Background: an optimization exercise with open tools, aiming at small area, a short achievable clock period and few clock cycles. Do not read the settings as production practice. Only simulation tests tie the RTL to the original design; equivalence was not proved. No activity file was given, so power comes from the tool's default toggle rates.

==> inputs of v20 <==
// fchain
module fchain (
    input  wire        clk,
    input  wire        rst,
    output reg         in_ready,
    input  wire        in_valid,
    input  wire [31:0] in_value,
    input  wire        in_missing,
    input  wire        cfg_valid,
    input  wire [3:0]  cfg_bank,
    input  wire [31:0] cfg_gain,
    input  wire [31:0] cfg_offset,
    output reg         out_valid,
    output reg  [31:0] out_value,
    output reg         out_missing,
    output reg         out_settling,
    output reg         out_ovr,
    output reg  [3:0]  out_gap_count
);
    localparam HLEN = 78;               
    localparam NS   = 11;               
    localparam NU   = 6;                
    localparam SELW = 20;               
    localparam DW   = 36;               
    function [6:0] f_taps(input [3:0] b);
        case (b)
            4'd0:  f_taps = 7'd1;
            4'd1:  f_taps = 7'd3;
            4'd2:  f_taps = 7'd5;
            4'd3:  f_taps = 7'd9;
            4'd4:  f_taps = 7'd1;
            4'd5:  f_taps = 7'd5;
            4'd6:  f_taps = 7'd9;
            4'd7:  f_taps = 7'd31;
            4'd8:  f_taps = 7'd3;
            4'd9:  f_taps = 7'd11;
            4'd10: f_taps = 7'd41;
            4'd11: f_taps = 7'd79;
            default: f_taps = 7'd1;
        endcase
    endfunction
    function [4:0] f_r(input [3:0] b);
        case (b)
            4'd7:  f_r = 5'd3;
            4'd10: f_r = 5'd4;
            4'd11: f_r = 5'd20;
            default: f_r = 5'd1;
        endcase
    endfunction
    function f_two(input [3:0] b, input [4:0] ph);
        f_two = ((b == 4'd7) && (ph == 5'd1 || ph == 5'd2)) ||
                ((b == 4'd10) && (ph == 5'd1 || ph == 5'd3));
    endfunction
    function [4:0] f_rphi(input [3:0] b);
        case (b)
            4'd11: f_rphi = 5'd2;
            default: f_rphi = 5'd0;
        endcase
    endfunction
    reg  [3:0]  bank;
    reg  [47:0] gain_dg;                
    wire [47:0] a_gain_dg;
    reg  [31:0] offset;
    reg  [31:0] hold;
    reg  [6:0]  miss_run;
    reg         need_restart;
    reg         restarted;
    reg  [6:0]  since_restart;
    reg  [4:0]  phase;
    reg         after_cfg;              
    reg  [HLEN:0] sub_hist;             
  ...
Settings: LEC_CHECK=0, CAP_MARGIN=20, CORE_MARGIN=2, CORE_UTILIZATION=50, PLACE_DENSITY=0.6, SLEW_MARGIN=20; clock period 30.0 ns.
run.sh (not shown) runs the stock make flow with config.mk's settings and CLKGATE_MAP_FILE= SYNTH_SCRIPT=/design/flow/synth_recipe.tcl, a recipe that flattens the netlist after the stock synthesis.
==> inputs of v34, as changes to v20 <==
--- a/flow/design.v
+++ b/flow/design.v
@@ -353,73 +353,61 @@
     localparam RP_IDLE = 2'd0, RP_WAIT = 2'd1, RP_ROT = 2'd2;
     reg  [1:0]  rp_state;
     reg  [6:0]  rp_cnt;
     reg  [4:0]  rp_phi;
     reg         p2_pend;                
+    reg  [31:0] p2_y;
+    reg  [3:0]  p2_bank;
+    reg  [4:0]  p2_phi;
     wire        rp_rot  = (rp_state == RP_ROT);
     wire        rp_adv  = rp_rot && !p2_pend;           
     wire [6:0]  rp_idx  = 7'd77 - rp_cnt;              
     wire        rp_feed = rp_adv && (rp_idx < taps - 7'd1);
     wire [31:0] rp_y    = (rp_idx < depth) ? hist[HLEN-1] : 32'd0;
     wire        s2_in    = s1_valid && !s1_cfg;
-    wire [3:0]  tok_bank = rp_feed ? bank   : s1_bank;
-    wire [4:0]  tok_phi  = rp_feed ? rp_phi : s1_phi;
-    wire [31:0] m1_y_n   = rp_feed ? rp_y   : sc_y;
-    wire        s2_p1  = s2_in || rp_feed;              
-    reg         m1_valid;
-    reg         m1_cfg;
-    reg         m1_emit;                
-    reg         m1_restart;
-    reg         m1_outpos;
-    reg  [31:0] m1_y;
-    reg  [3:0]  m1_bank;
-    reg  [4:0]  m1_phi;
-    reg         m1_pass;                
+    wire [3:0]  rom_bank = p2_pend ? p2_bank : rp_feed ? bank   : s1_bank;
+    wire [4:0]  rom_phi  = p2_pend ? p2_phi  : rp_feed ? rp_phi : s1_phi;
+    wire        rom_two;
     wire [NU-1:0] rom_act;
     wire [SELW-1:0] rom_sel;
-    wire        rom_two;
     wire [DW-1:0] rd [0:NU-1];
     fchain_rom u_rom (
-        .bank(m1_bank), .phi(m1_phi), .pass(m1_pass), .two(rom_two),
+        .bank(rom_bank), .phi(rom_phi), .pass(p2_pend), .two(rom_two),
         .act(rom_act), .sel(rom_sel),
         .d0(rd[0]), .d1(rd[1]), .d2(rd[2]), .d3(rd[3]), .d4(rd[4]), .d5(rd[5])
     );
+    wire [31:0] m1_y_n = p2_pend ? p2_y : rp_feed ? rp_y : sc_y;
+    wire        s2_p1  = s2_in || rp_feed;              
+    reg         m1_valid;
+    reg         m1_cfg;
+    reg         m1_emit;                
+    reg         m1_restart;
+    reg         m1_outpos;
+    reg  [31:0] m1_y [0:NU-1];          
+    reg  [DW-1:0] m1_d [0:NU-1];
+    reg  [SELW-1:0] m1_sel;
     reg         m1_settle;
     reg         m1_miss;
     reg  [3:0]  m1_gap;
     reg         m1_ovrw;
-    wire [34:0] ps_n [0:NU-1];
-    wire [34:0] pc_n [0:NU-1];
-    wire [NU-1:0] cy_n;
+    wire [34:0] p_n [0:NU-1];
     genvar gp;
     generate
         for (gp = 0; gp < NU; gp = gp + 1) begin : g_prod
             wire [55:0] pf;
             wire [55:0] pf_s, pf_c;
-            fchain_booth #(.ND(12)) u_mul (.a(m1_y), .dg(rd[gp]), .c(56'd0),
+            fchain_booth #(.ND(12)) u_mul (.a(m1_y[gp]), .dg(m1_d[gp]), .c(56'd0),
                                            .ps(pf_s), .pc(pf_c), .p(pf));
-            wire [21:0] lo = {1'b0, pf_s[20:0]} + {1'b0, pf_c[20:0]};
-            assign ps_n[gp] = pf_s[55:21];
-            assign pc_n[gp] = pf_c[55:21];
-            assign cy_n[gp] = lo[21];
+            assign p_n[gp] = pf[55:21];
         end
     endgenerate
     reg         m2_valid;
     reg         m2_cfg;
     reg         m2_emit;
     reg         m2_restart;
     reg         m2_outpos;
-    reg  [34:0] m2_ps [0:NU-1];
-    reg  [34:0] m2_pc [0:NU-1];
-    reg  [NU-1:0] m2_cy;
-    wire [34:0] m2_p [0:NU-1];
-    genvar gr;
-    generate
-        for (gr = 0; gr < NU; gr = gr + 1) begin : g_res
-            assign m2_p[gr] = m2_ps[gr] + m2_pc[gr] + {34'd0, m2_cy[gr]};
-        end
-    endgenerate
+    reg  [34:0] m2_p [0:NU-1];
     reg  [SELW-1:0] m2_sel;
     reg         m2_settle;
     reg         m2_miss;
     reg  [3:0]  m2_gap;
     reg         m2_ovrw;
@@ -531,11 +519,11 @@
                 default: begin
                     if (rp_adv && rp_cnt == 7'd77)
                         rp_state <= RP_IDLE;
                 end
             endcase
-            p2_pend  <= !p2_pend && s2_p1 && f_two(tok_bank, tok_phi);
+            p2_pend  <= !p2_pend && s2_p1 && rom_two;
             m1_valid <= s1_valid || rp_feed || p2_pend;
             m2_valid  <= m1_valid;
             o_valid   <= m2_valid && m2_emit;
             out_valid <= o_valid;
         end
@@ -569,10 +557,15 @@
         if (s2_in || rp_adv) begin
             for (i = HLEN - 1; i > 0; i = i - 1)
                 hist[i] <= hist[i-1];
             hist[0] <= rp_rot ? hist[HLEN-1] : sc_y;
         end
+        if (!p2_pend) begin
+            p2_y    <= m1_y_n;
+            p2_bank <= rom_bank;
+            p2_phi  <= rom_phi;
+        end
         case (rp_state)
             RP_IDLE: rp_cnt <= 7'd0;
             RP_WAIT: begin
                 rp_cnt <= (rp_cnt == 7'd1) ? 7'd0 : rp_cnt + 7'd1;
                 rp_phi <= f_rphi(bank);
@@ -585,31 +578,26 @@
         endcase
         m1_cfg     <= s1_cfg && !p2_pend;
         m1_emit    <= s2_in && s1_outpos && !p2_pend;
         m1_restart <= s2_in && s1_restart && !p2_pend;
         m1_outpos  <= p2_pend ? 1'b0 : rp_feed ? (rp_phi == 5'd0) : s1_outpos;
-        if (!p2_pend) begin
-            m1_y    <= m1_y_n;
-            m1_bank <= tok_bank;
-            m1_phi  <= tok_phi;
+        for (i = 0; i < NU; i = i + 1) begin
+            m1_y[i] <= rom_act[i] ? m1_y_n : 32'd0;
+            m1_d[i] <= rd[i];
         end
-        m1_pass    <= p2_pend;
+        m1_sel     <= rom_sel;
         m1_settle  <= s1_settle;
         m1_miss    <= s1_miss;
         m1_gap     <= (gap_cnt > 7'd15) ? 4'd15 : gap_cnt[3:0];
         m1_ovrw    <= ({1'b0, since_sat_n} < s1_span);
         m2_cfg     <= m1_cfg;
         m2_emit    <= m1_emit;
         m2_restart <= m1_restart;
         m2_outpos  <= m1_outpos;
         for (i = 0; i < NU; i = i + 1)
-        begin
-            m2_ps[i] <= ps_n[i];
-            m2_pc[i] <= pc_n[i];
-            m2_cy[i] <= cy_n[i];
-        end
-        m2_sel     <= rom_sel;
+            m2_p[i] <= p_n[i];
+        m2_sel     <= m1_sel;
         m2_settle  <= m1_settle;
         m2_miss    <= m1_miss;
         m2_gap     <= m1_gap;
         m2_ovrw    <= m1_ovrw;
         acc_clr <= rst;
Settings changed: CORE_UTILIZATION 50 to 40, PLACE_DENSITY 0.6 to 0.55.
==> inputs of v35, as changes to v20 <==
--- a/flow/design.v
+++ b/flow/design.v
@@ -320,12 +320,14 @@
             assign gap_grp[gq*4 +: 4] = cnt;
         end
     endgenerate
     reg         s1_valid;
     reg         s1_cfg;
-    reg  [63:0] s1_ss;
-    reg  [63:0] s1_sc;
+    wire [30:0] s1_lo_n = {1'b0, s1_ss_n[29:0]} + {1'b0, s1_sc_n[29:0]};
+    reg  [33:0] s1_ss;
+    reg  [33:0] s1_sc;
+    reg         s1_cy;
     reg  [3:0]  s1_bank;
     reg         s1_restart;
     reg         s1_outpos;
     reg  [4:0]  s1_phi;
     reg         s1_settle;
@@ -335,12 +337,11 @@
     fchain_popc #(.N(8), .W(7)) u_gsum (
         .x({{3'd0, s1_gap[31:28]}, {3'd0, s1_gap[27:24]}, {3'd0, s1_gap[23:20]},
             {3'd0, s1_gap[19:16]}, {3'd0, s1_gap[15:12]}, {3'd0, s1_gap[11:8]},
             {3'd0, s1_gap[7:4]},   {3'd0, s1_gap[3:0]}}),
         .n(gap_cnt));
-    wire [63:0] sc_sum = s1_ss + s1_sc;
-    wire [33:0] sc_sh  = sc_sum[63:30];
+    wire [33:0] sc_sh  = s1_ss + s1_sc + {33'd0, s1_cy};
     wire        sc_hi  = !sc_sh[33] && (sc_sh[32:31] != 2'b00);
     wire        sc_lo  =  sc_sh[33] && (sc_sh[32:31] != 2'b11);
     wire [31:0] sc_y   = sc_hi ? 32'h7fff_ffff : sc_lo ? 32'h8000_0000 : sc_sh[31:0];
     wire        sc_sat = sc_hi || sc_lo;
     reg  [6:0]  since_sat;              
@@ -369,20 +370,21 @@
     reg         m1_cfg;
     reg         m1_emit;                
     reg         m1_restart;
     reg         m1_outpos;
     reg  [31:0] m1_y;
-    reg  [3:0]  m1_bank;
+    reg  [3:0]  m1_bank;                
     reg  [4:0]  m1_phi;
-    reg         m1_pass;                
+    reg  [DW-1:0] m1_d [0:NU-1];
+    reg  [SELW-1:0] m1_sel;
     wire [NU-1:0] rom_act;
     wire [SELW-1:0] rom_sel;
     wire        rom_two;
     wire [DW-1:0] rd [0:NU-1];
     fchain_rom u_rom (
-        .bank(m1_bank), .phi(m1_phi), .pass(m1_pass), .two(rom_two),
-        .act(rom_act), .sel(rom_sel),
+        .bank(p2_pend ? m1_bank : tok_bank), .phi(p2_pend ? m1_phi : tok_phi),
+        .pass(p2_pend), .two(rom_two), .act(rom_act), .sel(rom_sel),
         .d0(rd[0]), .d1(rd[1]), .d2(rd[2]), .d3(rd[3]), .d4(rd[4]), .d5(rd[5])
     );
     reg         m1_settle;
     reg         m1_miss;
     reg  [3:0]  m1_gap;
@@ -393,11 +395,11 @@
     genvar gp;
     generate
         for (gp = 0; gp < NU; gp = gp + 1) begin : g_prod
             wire [55:0] pf;
             wire [55:0] pf_s, pf_c;
-            fchain_booth #(.ND(12)) u_mul (.a(m1_y), .dg(rd[gp]), .c(56'd0),
+            fchain_booth #(.ND(12)) u_mul (.a(m1_y), .dg(m1_d[gp]), .c(56'd0),
                                            .ps(pf_s), .pc(pf_c), .p(pf));
             wire [21:0] lo = {1'b0, pf_s[20:0]} + {1'b0, pf_c[20:0]};
             assign ps_n[gp] = pf_s[55:21];
             assign pc_n[gp] = pf_c[55:21];
             assign cy_n[gp] = lo[21];
@@ -539,11 +541,11 @@
             o_valid   <= m2_valid && m2_emit;
             out_valid <= o_valid;
         end
     end
     always @(posedge clk) begin
-        if (in_ready) begin
+        if (!(a_valid && a_rp)) begin
             a_value   <= in_value;
             a_missing <= in_missing;
             a_cfg     <= cfg_valid;
             a_bank    <= cfg_bank;
             a_gain    <= cfg_gain;
@@ -555,12 +557,13 @@
         b_outpos  <= (phase == 5'd0);
         b_phi     <= phase;
         b_settle  <= settle_n;
         b_miss    <= a_missing;
         s1_cfg     <= b_cfg;
-        s1_ss      <= s1_ss_n;
-        s1_sc      <= s1_sc_n;
+        s1_ss      <= s1_ss_n[63:30];
+        s1_sc      <= s1_sc_n[63:30];
+        s1_cy      <= s1_lo_n[30];
         s1_bank    <= bank;
         s1_restart <= b_restart;
         s1_outpos  <= b_outpos;
         s1_phi     <= b_phi;
         s1_settle  <= b_settle;
@@ -590,11 +593,13 @@
         if (!p2_pend) begin
             m1_y    <= m1_y_n;
             m1_bank <= tok_bank;
             m1_phi  <= tok_phi;
         end
-        m1_pass    <= p2_pend;
+        for (i = 0; i < NU; i = i + 1)
+            m1_d[i] <= rd[i];
+        m1_sel     <= rom_sel;
         m1_settle  <= s1_settle;
         m1_miss    <= s1_miss;
         m1_gap     <= (gap_cnt > 7'd15) ? 4'd15 : gap_cnt[3:0];
         m1_ovrw    <= ({1'b0, since_sat_n} < s1_span);
         m2_cfg     <= m1_cfg;
@@ -605,11 +610,11 @@
         begin
             m2_ps[i] <= ps_n[i];
             m2_pc[i] <= pc_n[i];
             m2_cy[i] <= cy_n[i];
         end
-        m2_sel     <= rom_sel;
+        m2_sel     <= m1_sel;
         m2_settle  <= m1_settle;
         m2_miss    <= m1_miss;
         m2_gap     <= m1_gap;
         m2_ovrw    <= m1_ovrw;
         acc_clr <= rst;
Settings changed: CORE_UTILIZATION 50 to 40, PLACE_DENSITY 0.6 to 0.55.
==> inputs of v8, as changes to v20 <==
--- a/flow/design.v
+++ b/flow/design.v
@@ -320,12 +320,14 @@
             assign gap_grp[gq*4 +: 4] = cnt;
         end
     endgenerate
     reg         s1_valid;
     reg         s1_cfg;
-    reg  [63:0] s1_ss;
-    reg  [63:0] s1_sc;
+    wire [30:0] s1_lo_n = {1'b0, s1_ss_n[29:0]} + {1'b0, s1_sc_n[29:0]};
+    reg  [33:0] s1_ss;
+    reg  [33:0] s1_sc;
+    reg         s1_cy;
     reg  [3:0]  s1_bank;
     reg         s1_restart;
     reg         s1_outpos;
     reg  [4:0]  s1_phi;
     reg         s1_settle;
@@ -335,12 +337,11 @@
     fchain_popc #(.N(8), .W(7)) u_gsum (
         .x({{3'd0, s1_gap[31:28]}, {3'd0, s1_gap[27:24]}, {3'd0, s1_gap[23:20]},
             {3'd0, s1_gap[19:16]}, {3'd0, s1_gap[15:12]}, {3'd0, s1_gap[11:8]},
             {3'd0, s1_gap[7:4]},   {3'd0, s1_gap[3:0]}}),
         .n(gap_cnt));
-    wire [63:0] sc_sum = s1_ss + s1_sc;
-    wire [33:0] sc_sh  = sc_sum[63:30];
+    wire [33:0] sc_sh  = s1_ss + s1_sc + {33'd0, s1_cy};
     wire        sc_hi  = !sc_sh[33] && (sc_sh[32:31] != 2'b00);
     wire        sc_lo  =  sc_sh[33] && (sc_sh[32:31] != 2'b11);
     wire [31:0] sc_y   = sc_hi ? 32'h7fff_ffff : sc_lo ? 32'h8000_0000 : sc_sh[31:0];
     wire        sc_sat = sc_hi || sc_lo;
     reg  [6:0]  since_sat;              
@@ -539,11 +540,11 @@
             o_valid   <= m2_valid && m2_emit;
             out_valid <= o_valid;
         end
     end
     always @(posedge clk) begin
-        if (in_ready) begin
+        if (!(a_valid && a_rp)) begin
             a_value   <= in_value;
             a_missing <= in_missing;
             a_cfg     <= cfg_valid;
             a_bank    <= cfg_bank;
             a_gain    <= cfg_gain;
@@ -555,12 +556,13 @@
         b_outpos  <= (phase == 5'd0);
         b_phi     <= phase;
         b_settle  <= settle_n;
         b_miss    <= a_missing;
         s1_cfg     <= b_cfg;
-        s1_ss      <= s1_ss_n;
-        s1_sc      <= s1_sc_n;
+        s1_ss      <= s1_ss_n[63:30];
+        s1_sc      <= s1_sc_n[63:30];
+        s1_cy      <= s1_lo_n[30];
         s1_bank    <= bank;
         s1_restart <= b_restart;
         s1_outpos  <= b_outpos;
         s1_phi     <= b_phi;
         s1_settle  <= b_settle;
Settings changed: CORE_UTILIZATION 50 to 40, PLACE_DENSITY 0.6 to 0.55.
==> notes <==
v35 finished clean. v34 passed the timing, design-rule and antenna checks. v8 finished clean. v20 ran to the end with no violations.
The highest sequential power belongs to v34, the lowest to v8.
Sequential share of layout area: v8 < v20 < v35 < v34.
Fmax, lowest first: v8, v35, v20, v34.
Clock-buffer cell count: v35 > v34 > v20 > v8.
In v35 the setup slack is lower than in v34, by 230 ps.
The highest first-iteration DRC count belongs to v20, the lowest to v8.
Die area: v35 > v34 > v8 > v20.
Clock power: v20 < v8 < v34 < v35.
Core utilization, lowest first: v34, v35, v8, v20.
Total power: v20 is smaller than v35 (2.6%).
==> figures <==
Result of the run: v34 finished clean; v20 finished clean; v8 finished clean; v35 finished clean
Fin worst setup slack: v34 21530 ps; v20 21340 ps; v8 20610 ps; v35 21310 ps
Final Total Pwr: v34 19700 uW; v20 19300 uW; v8 19400 uW; v35 19800 uW
Met1 Wirelength: v34 377 mm; v20 360 mm; v8 371 mm; v35 375 mm
Min Tclk post-route: v34 8470 ps; v20 8660 ps; v8 9390 ps; v35 8690 ps
Die height: v34 845 um; v20 752 um; v8 839 um; v35 847 um
Worst path arrival time: v34 2470 ps; v20 9550 ps; v8 10300 ps; v35 9300 ps
Floorplan row count: v34 309; v20 274; v8 306; v35 309
Worst skew pair latency: v34 1150 ps; v20 1070 ps; v8 1070 ps; v35 1100 ps
Power consumed by sequential cells: v34 7290 uW; v20 6550 uW; v8 6390 uW; v35 6690 uW
Synthesized area per cell: v34 11.0 sq um; v20 10.8 sq um; v8 10.8 sq um; v35 10.9 sq um
Most used cell, CP: v34 -; v20 -; v8 fa_1; v35 buf_4
Multiplexer fraction of the synthesized cell area: v34 0.0105; v20 0.0106; v8 0.0111; v35 0.0108
Critical Setup Path Class: v34 flop to primary output; v20 flop to flop; v8 flop to flop; v35 flop to flop
Utilization after layout: v34 0.436; v20 0.544; v8 0.440; v35 0.439
Worst Path Max Fanout: v34 32; v20 33; v8 29; v35 78
Multi-input gate area: v34 156000 sq um; v20 155000 sq um; v8 155000 sq um; v35 155000 sq um
Number of inserted filler cells in the final layout: v34 66500; v20 48400; v8 65100; v35 66300
Layout-to-synthesis area ratio: v34 1.089x; v20 1.084x; v8 1.095x; v35 1.092x
Source of the worst hold timing path: v34 hist[20][22]; v20 b_phi[0]; v8 b_outpos; v35 m1_settle
Fraction of area in multi-input gates: v34 0.507; v20 0.510; v8 0.506; v35 0.500
Total of warnings raised by yosys: v34 20; v20 18; v8 18; v35 20
Testbench counts of v20, summed over its fixed seeds: cycles 19,051.
Testbench counts of v34, summed over its fixed seeds: cycles 19,051.
Testbench counts of v35, summed over its fixed seeds: cycles 19,051.
Testbench counts of v8, summed over its fixed seeds: cycles 19,051.

==> afterwards: timing with drivers on the ports <==
The results above use ideal ports. As a check the final layouts listed here were re-extracted and re-timed, cells and wires unchanged. Step 1: set_driving_cell puts a clkbuf_16 on clk and a buf_2 on each other input, an assumption about the parent block. Step 2, shift: input delay + t, output delay - t, t = (earliest + latest rising clock arrival at the registers) / 2. This alone moves slack from input paths to output paths. a / b / c = ideal / step 1 / step 2; a / b = the first two.
run | t (ns) | slack for setup (ns) | cell pins on the clock port's net
v20 | 1.133 | 21.342 / 21.342 / 21.342 | 1
v34 | 1.201 | 21.534 / 21.392 / 21.553 | 1
v35 | 1.171 | 21.309 / 21.309 / 21.309 | 1
v8 | 1.165 | 20.610 / 20.610 / 20.610 | 1
After both steps every run listed still meets setup and hold.
